Source: an optimization exercise on an open RTL-to-GDS flow (aim: small area, a short achievable clock period and few clock cycles per item). Production flows keep margins and buffers that such runs may drop.
Function was checked by simulation only, so behaviour that the tests miss may differ from the original.
Power figures rest on the tool's default switching activity, not on a simulated workload.

==> design.v <==
module sfl_frame_check (
    input  wire         clk,
    input  wire         rst,             
    input  wire         start,           
    input  wire [383:0] frame,           
    input  wire [31:0]  cid,
    input  wire [1:0]   conn_state,      
    input  wire [15:0]  last_seq,        
    input  wire [15:0]  connect_seq,     
    output wire         ready,
    output reg          done,
    output reg          accept,
    output reg          ok_a,
    output reg          ok_b,
    output reg          hdr_ok,
    output reg          seq_ok,
    output reg          restart,
    output reg  [7:0]   lost,
    output reg  [3:0]   conn,
    output reg  [7:0]   kind,
    output reg  [15:0]  seq,
    output reg  [15:0]  echo
);
    localparam [31:0] POLY_C = 32'h82F63B78;    
    localparam [31:0] POLY_K = 32'hEB31D82E;    
    localparam [5:0]  LAST   = 6'd43;           
    wire [7:0]  f_b0     = frame[7:0];
    wire [7:0]  f_kind   = frame[15:8];
    wire [15:0] f_seq    = frame[31:16];
    wire [15:0] f_echo   = frame[47:32];
    wire [7:0]  f_plen   = frame[55:48];
    wire [7:0]  f_flags  = frame[63:56];
    wire [31:0] f_resv   = frame[319:288];
    wire [31:0] f_chk_a  = frame[351:320];
    wire [31:0] f_chk_b  = frame[383:352];
    wire        f_connect = f_flags[0];
    wire [351:0] msg = {frame[319:0], cid};
    reg        busy;
    reg [5:0]  idx;
    reg [31:0] crc_a, crc_b;
    wire [7:0] msg_byte = msg[idx * 8 +: 8];
    reg [31:0] crc_a_next, crc_b_next;
    integer i;
    always @* begin
        crc_a_next = crc_a ^ {24'h000000, msg_byte};
        crc_b_next = crc_b ^ {24'h000000, msg_byte};
        for (i = 0; i < 8; i = i + 1) begin
            crc_a_next = crc_a_next[0] ? ((crc_a_next >> 1) ^ POLY_C) : (crc_a_next >> 1);
            crc_b_next = crc_b_next[0] ? ((crc_b_next >> 1) ^ POLY_K) : (crc_b_next >> 1);
        end
    end
    wire final_ok_a = ((crc_a_next ^ 32'hFFFFFFFF) == f_chk_a);
    wire final_ok_b = ((crc_b_next ^ 32'hFFFFFFFF) == f_chk_b);
    reg pad_ok;
    integer p;
    always @* begin
        pad_ok = 1'b1;
        for (p = 0; p < 24; p = p + 1)
            if (p >= f_plen && frame[64 + 8*p +: 8] != 8'h00)
                pad_ok = 1'b0;
    end
    wire kind_ok = (f_kind == 8'h81) || (f_kind == 8'h00 && f_plen == 8'd4);
    wire hdr_check = (f_b0[7:4] == 4'h1) && kind_ok && (f_plen <= 8'd24) &&
                     (f_flags[7:2] == 6'd0) && f_flags[1] && pad_ok && (f_resv == 32'd0);
    wire [15:0] diff = f_seq - last_seq;
    reg         seq_check;
    reg [7:0]   seq_lost;
    always @* begin
        seq_check = 1'b0;
        seq_lost  = 8'd0;
        case (conn_state)
            2'd1: seq_check = f_connect && (f_echo == connect_seq);
            2'd2: begin
                if (f_connect) begin
                    seq_check = 1'b1;
                end else if (diff >= 16'd1 && diff <= 16'd256) begin
                    seq_check = 1'b1;
                    seq_lost  = diff[7:0] - 8'd1;
                end
            end
            default: seq_check = 1'b0;
        endcase
    end
    assign ready = !busy;
    always @(posedge clk) begin
        if (rst) begin
            busy    <= 1'b0;
            idx     <= 6'd0;
            crc_a   <= 32'hFFFFFFFF;
            crc_b   <= 32'hFFFFFFFF;
            done    <= 1'b0;
            accept  <= 1'b0;
            ok_a    <= 1'b0;
            ok_b    <= 1'b0;
            hdr_ok  <= 1'b0;
            seq_ok  <= 1'b0;
            restart <= 1'b0;
            lost    <= 8'd0;
            conn    <= 4'd0;
            kind    <= 8'd0;
            seq     <= 16'd0;
            echo    <= 16'd0;
        end else begin
            done <= 1'b0;
            if (!busy) begin
                if (start) begin
                    busy  <= 1'b1;
                    idx   <= 6'd0;
                    crc_a <= 32'hFFFFFFFF;
                    crc_b <= 32'hFFFFFFFF;
                end
            end else begin
                crc_a <= crc_a_next;
                crc_b <= crc_b_next;
                idx   <= idx + 6'd1;
                if (idx == LAST) begin
                    busy    <= 1'b0;
                    done    <= 1'b1;
                    ok_a    <= final_ok_a;
                    ok_b    <= final_ok_b;
                    hdr_ok  <= hdr_check;
                    seq_ok  <= seq_check;
                    accept  <= final_ok_a && final_ok_b && hdr_check && seq_check;
                    restart <= final_ok_a && final_ok_b && hdr_check && seq_check && f_connect;
                    lost    <= (final_ok_a && final_ok_b && hdr_check && seq_check) ? seq_lost : 8'd0;
                    conn    <= f_b0[3:0];
                    kind    <= f_kind;
                    seq     <= f_seq;
                    echo    <= f_echo;
                end
            end
        end
    end
endmodule
==> run.sh <==
#!/bin/bash
# synth_recipe.tcl (not shown) runs the flow's synth.tcl, then flattens the netlist and writes it again
# the make line also repeats each setting of config.mk as NAME=value (left out here)
make -C /OpenROAD-flow-scripts/flow DESIGN_CONFIG=/design/flow/config.mk WORK_HOME=/design/flow/orfs CLKGATE_MAP_FILE= SYNTH_SCRIPT=/design/flow/synth_recipe.tcl finish
==> config.mk <==
export PLATFORM = sky130hd
export DESIGN_NAME = sfl_frame_check
export DESIGN_NICKNAME = sfl_frame_check
export VERILOG_FILES = /design/flow/design.v
export SDC_FILE = /design/flow/constraint.sdc
export NUM_CORES = 4
export LEC_CHECK = 0
export CAP_MARGIN = 20
export CORE_MARGIN = 2
export CORE_UTILIZATION = 40
export SLEW_MARGIN = 20
==> constraint.sdc <==
create_clock -name core_clock -period 10.0 [get_ports {clk}]
set_input_delay 2.0000 -clock core_clock [delete_from_list [all_inputs] [get_ports {clk}]]
set_output_delay 2.0000 -clock core_clock [all_outputs]
set_load 0.01 [all_outputs]
==> summary.txt <==
## cell families (layout without fill, tap and decap cells)
kind of cell | Yosys count | in the layout
adder cells (fa/ha/maj) | 22 | 22
other | 0 | 11
buffers and inverters | 135 | 609
AO/OA/AOI/OAI | 315 | 315
AND/OR/NAND/NOR | 501 | 501
XOR/XNOR | 277 | 277
flip-flops | 130 | 130
multiplexers | 120 | 120
## synthesized netlist by cell type (all sizes together) (9+ instances only)
master | n | area share, %
o21ai | 30 | 1.1
o22a | 10 | 0.66
nand4 | 11 | 0.52
nand2 | 161 | 4.5
a21oi | 123 | 4.7
mux4 | 68 | 12
xnor3 | 20 | 3.4
a31oi | 15 | 0.93
a221oi | 18 | 1.4
xnor2 | 183 | 13
mux2 | 21 | 1.8
a22oi | 19 | 1.1
nor3 | 48 | 1.8
xor2 | 69 | 4.7
a211oi | 14 | 0.83
or2 | 17 | 0.80
inv | 49 | 1.4
nand2b | 11 | 0.52
dfxtp | 130 | 20
nor2b | 11 | 0.52
a2111oi | 13 | 0.90
nor3b | 9 | 0.54
or4 | 10 | 0.56
buf | 41 | 2.4
ha | 20 | 1.9
nor4 | 64 | 3.1
and3 | 11 | 0.52
nor2 | 96 | 2.7
nand3 | 24 | 0.90
clkbuf | 44 | 1.2
mux2i | 31 | 2.3
## final timing paths
check,endpoint
max reg2reg,restart$_SDFFE_PP0P_
max,restart$_SDFFE_PP0P_
min,kind[1]$_SDFFE_PP0P_
min reg2reg,kind[1]$_SDFFE_PP0P_
## flip-flops by register name (all words and copies together) (netlist names)
| name | cells |
|---|---|
| hdr_ok | 1 |
| idx | 6 |
| echo | 16 |
| busy | 1 |
| ok_b | 1 |
| crc_a | 32 |
| crc_b | 32 |
| conn | 4 |
| seq_ok | 1 |
| done | 1 |
| kind | 8 |
| seq | 16 |
| ok_a | 1 |
| lost | 8 |
| restart | 1 |
| accept | 1 |
## stage by stage
stage | instance area [µm²] | worst slack, ns | instances
floorplan | 13300 | 4.00 | 1500
global placement | 18600 | 2.34 | 2385
detailed placement | 18600 | 2.19 | 2385
CTS | 19300 | 2.63 | 2416
global route | 19300 | 2.22 | 2423
finish | 19300 | 2.47 | 2427
## power by group through the flow
stage	sequential [W]	combinational (W)	clock, W
after floorplan	0.000674	0.00206	0
after global placement	0.000703	0.00273	0
after detailed placement	0.000705	0.00274	0
after CTS	0.000694	0.00277	0.000691
after global routing	0.000708	0.00299	0.000711
final	0.000696	0.00280	0.000686
## metal layers
metal,vias to the layer above,wire length (µm),share of wire (%)
li1,6475,-,-
met1,6969,26300,40
met2,859,29400,44
met3,155,7800,12
met4,16,2550,3.9
met5,-,100,0.15
## worst max-delay path, cell delays in order
cell,delay (ns)
sky130_fd_sc_hd__clkdlybuf4s50_1,0.72
sky130_fd_sc_hd__mux4_1,0.64
sky130_fd_sc_hd__a22oi_1,0.20
sky130_fd_sc_hd__nand3_1,0.15
sky130_fd_sc_hd__a221oi_2,0.72
sky130_fd_sc_hd__xnor2_2,0.30
sky130_fd_sc_hd__xnor2_1,0.40
sky130_fd_sc_hd__xor2_1,0.58
sky130_fd_sc_hd__xor2_1,0.31
sky130_fd_sc_hd__xor2_1,0.10
sky130_fd_sc_hd__or4_1,0.49
sky130_fd_sc_hd__nor4_2,0.57
sky130_fd_sc_hd__and3_1,0.48
sky130_fd_sc_hd__a31o_2,0.21
## cell type report
type / count / area (µm²) / area share, %
diodes: 11 / 27.5 / 0.143
clock buffers: 20 / 447 / 2.31
clock inverters: 11 / 178 / 0.920
inverters: 50 / 188 / 0.972
multi-input cells: 1235 / 10100 / 52.1
flip-flops and latches: 130 / 2610 / 13.5
well taps: 442 / 553 / 2.86
repair buffers: 528 / 5240 / 27.1
==> flow_summary.json <==
{
  "outcome": "timing/DRC/antenna clean",
  "syn2layout_area_growth_pct": 45.0,
  "synth_top_family_by_area": "XOR/XNOR gates",
  "mostFrequentLayoutCell": "sky130_fd_sc_hd__clkdlybuf4s50_1",
  "final_max_slew_viol_count": 0,
  "synth.lib_cells_used.distinct": 91,
  "chipHeight_um": 186,
  "syn_area_um2": 13300,
  "p_int_w": 0.00239,
  "post_route_cells_drive_above_1_share_pct": 10.1,
  "flop_and_latch_count_out_of_synthesis": 130,
  "design_power_total_w": 0.00418,
  "start_point_of_the_critical_path": "frame[49]",
  "asr_flop_ratio_synth_pct": 0,
  "layout.nets": 2436,
  "n_fill_cell": 2983,
  "tritoncts": "built",
  "finalCritPeriodShare_pct": 75.3,
  "drc_markers": 0,
  "hold_violations": 0,
  "tns_ns": 0,
  "grt.total_usage_pct": 37.0,
  "timing.hold.worst.class": "reg -> reg",
  "cts_inserted_buffers": 17,
  "clock_path_buffers": 2,
  "power.static_leakage_nw": 6.68,
  "syn_avg_cell_area_um2": 8.88,
  "setup-violations-final": 0,
  "clock_power_share_pct": 16.4,
  "maxSlewHeadroom_pct": 29.6,
  "route.detailed.vias_per_inst": 5.96,
  "postCtsResizedCells": 0,
  "detail-route-antenna-nets": 0,
  "area_share_of_xor_xnor_cells_in_the_synthesized_design_pct": 22.3,
  "routed-via-count": 14500,
  "hold_start": "kind[1]$_SDFFE_PP0P_",
  "p_switching_w": 0.00179,
  "detailed_place_hpwl_mm": 54.4,
  "fin_util_pct": 59.0,
  "max_cap_violations": 0,
  "top_usage_layer": "met2",
  "synthesis.yosys.warnings": 1,
  "ys_seq_area_share_pct": 19.5,
  "numPortBuffers": 512,
  "final_critical_period_ns": 7.53,
  "globalRouteMet2Util_pct": 57.7,
  "first_global_vias": 14100,
  "grt_start_max_net_pins": 52,
  "hold_slack_ns": 0.455,
  "maxClockFrequency_mhz": 133,
  "power_density_nw_per_um2": 217,
  "fp.coreArea_um2": 32700,
  "grt.met1_usage_pct": 45.3,
  "r2r_start": "idx[0]$_SDFFE_PP0P_",
  "wl_per_cell_um": 27.2,
  "overflow": 0,
  "h_tree_levels": 4,
  "setup.reg_to_reg.worst_slack_ns": 3.19,
  "finalWirelength_mm": 66.1,
  "die_w_um": 186,
  "synth_cells": 1500,
  "fin_worst_skew_ns": 0.0128,
  "clock_sinks": 130,
  "cells_on_worst_reg2reg_path": 15,
  "i_o_pin_total": 513,
  "p_seq_share_pct": 16.6,
  "starting_density_pct": 40.7,
  "power.switching_fraction_pct": 42.9,
  "drt_pre_antenna_iters": 5,
  "tightest_slew_ns": 1.06,
  "routabilityCongestion": 1.08,
  "grt_antenna_before_repair": 20,
  "design.die.area_um2": 34800,
  "layout_common_cells": "511 x sky130_fd_sc_hd__clkdlybuf4s50_1, 165 x sky130_fd_sc_hd__xnor2_1, 161 x sky130_fd_sc_hd__nand2_1, 127 x sky130_fd_sc_hd__dfxtp_1, 119 x sky130_fd_sc_hd__a21oi_1",
  "rsz0062_at_grt": "false",
  "worst_path_arrival_ns": 7.91,
  "crit_type": "in -> reg",
  "synth.mux.area_fraction_pct": 16.0,
  "synth_top_flop_cell": "sky130_fd_sc_hd__dfxtp_1",
  "post-cts-setup-buffers": 0,
  "crit_path_start_kind": "primary input",
  "cts_root_buf": "sky130_fd_sc_hd__clkbuf_16",
  "cts.reportedPaths.clkPinSlew_ns": 0.06,
  "whs_path_depth": 2,
  "drt-initial-drc-count": 1463,
  "synth_simple_gate_area_share_pct": 18.5,
  "grt_util_met3_pct": 15.4,
  "synth_enable_flop_cells": 0,
  "synth_compound_area_share_pct": 16.4,
  "hold_buffers": 0,
  "synth_fa_ha_area_share_pct": 2.10,
  "cp_max_fo": 11,
  "grt_first_pass_wirelength_mm": 94.7,
  "vdd_drop_max_uv": 154,
  "synth.net_count": 1974,
  "worst_setup_path_end_kind": "flop",
  "timing.critical_path.required_ns": 10.38,
  "worst_skew_pair.late_latency_ns": 0.44,
  "rows": 66,
  "pwr-share-comb_pct": 67.0
}
Testbench counts, summed over its fixed seeds: cycles 147,200, frames 3,200.

separate check: timing with driven ports:
How much do the figures lean on ideal ports? The routed layout below was timed once more, with nothing changed but the port constraints. Step 1 sets driving cells, clkbuf_16 on the clock port and buf_2 on the other inputs (assumed; they add their load-dependent delay and slew). Step 2 adds t to the input delays and takes it off the output delays; t is the mean of the earliest and latest rising clock arrival at the registers after step 1. Input paths then give back, and output paths get back, about the clock's delay inside the block. a / b / c = ideal ports / drivers / drivers and shift; a / b = the first two.
shift t [ns]: 0.486
setup WS [ns]: 2.469 / 2.498 / 2.011
slew at the worst register clock pin (ns): 0.07 / 0.07
worst slew at a driven data input, ns: 0.16
After both steps this run still meets setup and hold. The setup slack of this run moves by +0.029 ns with the drivers and by -0.458 ns with both steps.
